From an optimization exercise on the open Yosys and OpenROAD flow, aimed at small area and a short achievable clock period; shortcuts taken in it are not production practice.
In this exercise RTL edits were held to simulation tests only and were not proved equivalent to the original.
Power and IR drop assume default switching activity.

Design pantry, start of the top module:
module pantry (
    input  wire        clk,
    input  wire        rst,
    input  wire        cmd_valid,
    input  wire [2:0]  cmd_op,
    input  wire [2:0]  cmd_queue,
    input  wire [31:0] cmd_data,
    output reg         resp_valid,
    output reg  [31:0] resp_data,
    output reg  [15:0] resp_payload,
    output wire [5:0]  pool_free,
    output wire        pool_exhausted,
    output wire [4:0]  reserve_total,
    output reg  [15:0] overrun_count,
    output reg  [15:0] reclaimed_count,
    output wire [7:0]  q_nonempty,
    output wire [7:0]  q_full
);
    localparam NQ = 8;
    localparam NC = 32;
    localparam OP_PUSH   = 3'd0;
    localparam OP_POP    = 3'd1;
    localparam OP_CFG    = 3'd2;
    localparam OP_STATUS = 3'd3;
    localparam OP_W1C    = 3'd4;
    localparam OP_QRESET = 3'd5;
    localparam OP_CCLEAR = 3'd6;
    localparam OP_GCLEAR = 3'd7;
    integer i;
    reg [31:0] cell_data [0:NC-1];    
    reg [2:0]  cell_q    [0:NC-1];
    reg [1:0]  cell_ep   [0:NC-1];
    reg [4:0]  cell_link [0:NC-1];
    reg [NC-1:0] used;
    reg [NC-1:0] is_head;
    reg [NC-1:0] is_tail;
    reg [5:0] level     [0:NQ-1];
    reg [1:0] epoch     [0:NQ-1];
    reg [5:0] depth_max [0:NQ-1];
    reg [3:0] reserve   [0:NQ-1];
    reg [5:0] high_mark [0:NQ-1];
    reg [5:0] low_mark  [0:NQ-1];
    reg [7:0] hi_count  [0:NQ-1];
    reg [7:0] lo_count  [0:NQ-1];
    reg [NQ-1:0] overrun, hi_crossed, lo_crossed, hi_armed, lo_armed;
    reg [NQ-1:0] ne_r;       
    reg [NQ-1:0] ge_d;       
    reg [NQ-1:0] ge_r;       
    reg [NQ-1:0] full_r;     
    reg [5:0] free_r;
    reg [6:0] s_base;  
    reg [3:0] s_pa, s_pb;
    reg       fz_r;    
    reg [4:0] rt_r;    
    reg       sweep_active;
    reg [2:0] sweep_q;
    reg [4:0] sweep_idx;
    reg       pp_v;
    reg [4:0] pp_link;
  ...
For scale: ~2000 flip-flops, about 150 I/O pins, about 0.081 mm^2 of cells after synthesis.
clock: 30.0 ns
lec_check: 0
cap_margin: 20
core_margin: 2
core_utilization: 40
cts_cluster_diameter: 85
cts_cluster_size: 26
place_density: 0.6
slew_margin: 20
standard.sh (not shown) runs the stock make flow with config.mk's settings and CLKGATE_MAP_FILE= SYNTH_SCRIPT=/design/flow/synth_recipe.tcl, a recipe that flattens the netlist after the stock synthesis.
==> flow/flow/run.sh <==
#!/bin/bash
bash standard.sh SETUP_SLACK_MARGIN=21 TNS_END_PERCENT=100 finish > standard.log 2>&1
Edit:
==> flow/flow/run.sh (replaced) <==
#!/bin/bash
bash standard.sh SETUP_SLACK_MARGIN=22.5 TNS_END_PERCENT=100 finish > standard.log 2>&1
--- a/flow/config.mk
+++ b/flow/config.mk
@@ -10,4 +10,4 @@
 export CORE_UTILIZATION = 40
-export CTS_CLUSTER_DIAMETER = 85
-export CTS_CLUSTER_SIZE = 26
+export CTS_CLUSTER_DIAMETER = 70
+export CTS_CLUSTER_SIZE = 22
 export PLACE_DENSITY = 0.6
Effect:
- The new run completed without violations
- sequential share of layout area drops by 5.2 points
- maximum frequency decreases by about 1.1%
- die area is unchanged
- power is higher by about 3.8%
- utilization came out higher by 4.2 points
- synthesized cell count does not change
- worst hold slack improves by 0.0083 ns
- via count grows by 5.1%
- worst setup slack gets worse by 0.10 ns
Edit:
==> flow/flow/run.sh (replaced) <==
#!/bin/bash
bash standard.sh SETUP_SLACK_MARGIN=21 TNS_END_PERCENT=100 finish > standard.log 2>&1
--- a/flow/config.mk
+++ b/flow/config.mk
@@ -9,6 +9,6 @@
 export CORE_MARGIN = 2
-export CORE_UTILIZATION = 40
+export CORE_UTILIZATION = 50
 export CTS_CLUSTER_DIAMETER = 70
 export CTS_CLUSTER_SIZE = 22
-export PLACE_DENSITY = 0.6
+export PLACE_DENSITY = 0.7
 export SLEW_MARGIN = 20
Outcome: Final area shrinks by about 9%. Total power falls by 2.4%. Cell count shrinks by about 10%. Routed wire length went down by 12%. Die area decreases by about 20%. Combinational power shrinks by about 11%. Core utilization rose by 7.3 points. Sequential cell count stays the same.
Edit:
==> flow/flow/run.sh (replaced) <==
#!/bin/bash
bash standard.sh SETUP_SLACK_MARGIN=20.3 TNS_END_PERCENT=100 finish > standard.log 2>&1
--- a/flow/config.mk
+++ b/flow/config.mk
@@ -9,6 +9,6 @@
 export CORE_MARGIN = 2
-export CORE_UTILIZATION = 50
+export CORE_UTILIZATION = 40
 export CTS_CLUSTER_DIAMETER = 70
 export CTS_CLUSTER_SIZE = 22
-export PLACE_DENSITY = 0.7
+export PLACE_DENSITY = 0.6
 export SLEW_MARGIN = 20
After rerunning: The changed run finished with timing, DRC and antenna clean; setup slack gets worse by 0.62 ns; die area grows by 25%; synthesized cell count does not change.
Edit:
==> flow/run.sh (new file) <==
#!/bin/bash
# synth_recipe.tcl (not shown) runs the flow's synth.tcl, then flattens the netlist and writes it again
# the make line also repeats each setting of config.mk as NAME=value (left out here)
make -C /OpenROAD-flow-scripts/flow DESIGN_CONFIG=/design/flow/config.mk WORK_HOME=/design/flow/orfs CLKGATE_MAP_FILE= SYNTH_SCRIPT=/design/flow/synth_recipe.tcl finish
--- a/flow/config.mk
+++ b/flow/config.mk
@@ -10,4 +10,2 @@
 export CORE_UTILIZATION = 40
-export CTS_CLUSTER_DIAMETER = 70
-export CTS_CLUSTER_SIZE = 22
 export PLACE_DENSITY = 0.6
removed: flow/flow/run.sh
removed: flow/standard.sh
- total power came out higher by roughly a tenth
- final cell count rose slightly
- sequential power hardly moves
- clock power goes up by well over a third
- fmax came out lower by about a fifth
- area after synthesis is unchanged
- critical path depth rose by 10
- wire length goes down slightly
- worst setup slack is worse by 2.1 ns
- cell area increases slightly
Edit:
==> flow/flow/run.sh (new file) <==
#!/bin/bash
bash standard.sh SETUP_SLACK_MARGIN=21 TNS_END_PERCENT=100 finish > standard.log 2>&1
==> flow/standard.sh (new file) <==
#!/bin/bash
# synth_recipe.tcl (not shown) runs the flow's synth.tcl, then flattens the netlist and writes it again
# the make line also repeats each setting of config.mk as NAME=value (left out here)
make -C /OpenROAD-flow-scripts/flow DESIGN_CONFIG=/design/flow/config.mk WORK_HOME=/design/flow/orfs CLKGATE_MAP_FILE= SYNTH_SCRIPT=/design/flow/synth_recipe.tcl "${@:-finish}"
removed: flow/run.sh
What happened:
- The new run finished with timing, DRC and antenna clean
- setup slack improves by 2.7 ns
- final area goes up by 2.5%
- fmax rose by 30%
- die area stays the same
- critical path depth came out lower by 11
- final cell count grows by 1.4%
- total power hardly moves
- combinational power grows by 17%
- routed wire length rose by 4.8%
- count of clock-buffer cells in the layout came out higher by 3
- global-route usage rose by 1.0 points

## static timing again, ports no longer ideal
How much do the figures lean on ideal ports? The routed layouts below were timed once more, with nothing changed but the port constraints.
Step 1 (the two cells are an assumption about what drives the block):
set clk [get_ports {clk}]
set_driving_cell -lib_cell sky130_fd_sc_hd__clkbuf_16 $clk
set_driving_cell -lib_cell sky130_fd_sc_hd__buf_2 [delete_from_list [all_inputs] $clk]
Step 2 moves the port delays by t, midway between the first and last clock arrival at a register: inputs arrive t later, outputs are due t later. That takes back most of the time a late clock gives input paths.
Slacks: ideal ports / drivers / drivers and shift; pairs: ideal ports / drivers.
run	shift t [ns]	slack for setup (ns)	hold slack, ns
the first run	0.885	20.935 / 20.771 / 19.885	0.481 / 0.481 / 0.481
the second run	0.900	20.830 / 20.687 / 19.787	0.490 / 0.490 / 0.490
the third run	0.855	20.870 / 20.638 / 19.784	0.494 / 0.494 / 0.494
the fourth run	0.890	20.245 / 20.174 / 19.284	0.494 / 0.494 / 0.494
the fifth run	0.945	18.159 / 18.215 / 17.270	0.476 / 0.476 / 0.476
the sixth run	0.926	20.868 / 20.809 / 19.882	0.477 / 0.477 / 0.477
After both steps every run listed still meets setup and hold. For the third run, which loses most, drivers alone change the setup slack by -0.232 ns; drivers and shift together by -1.086 ns.
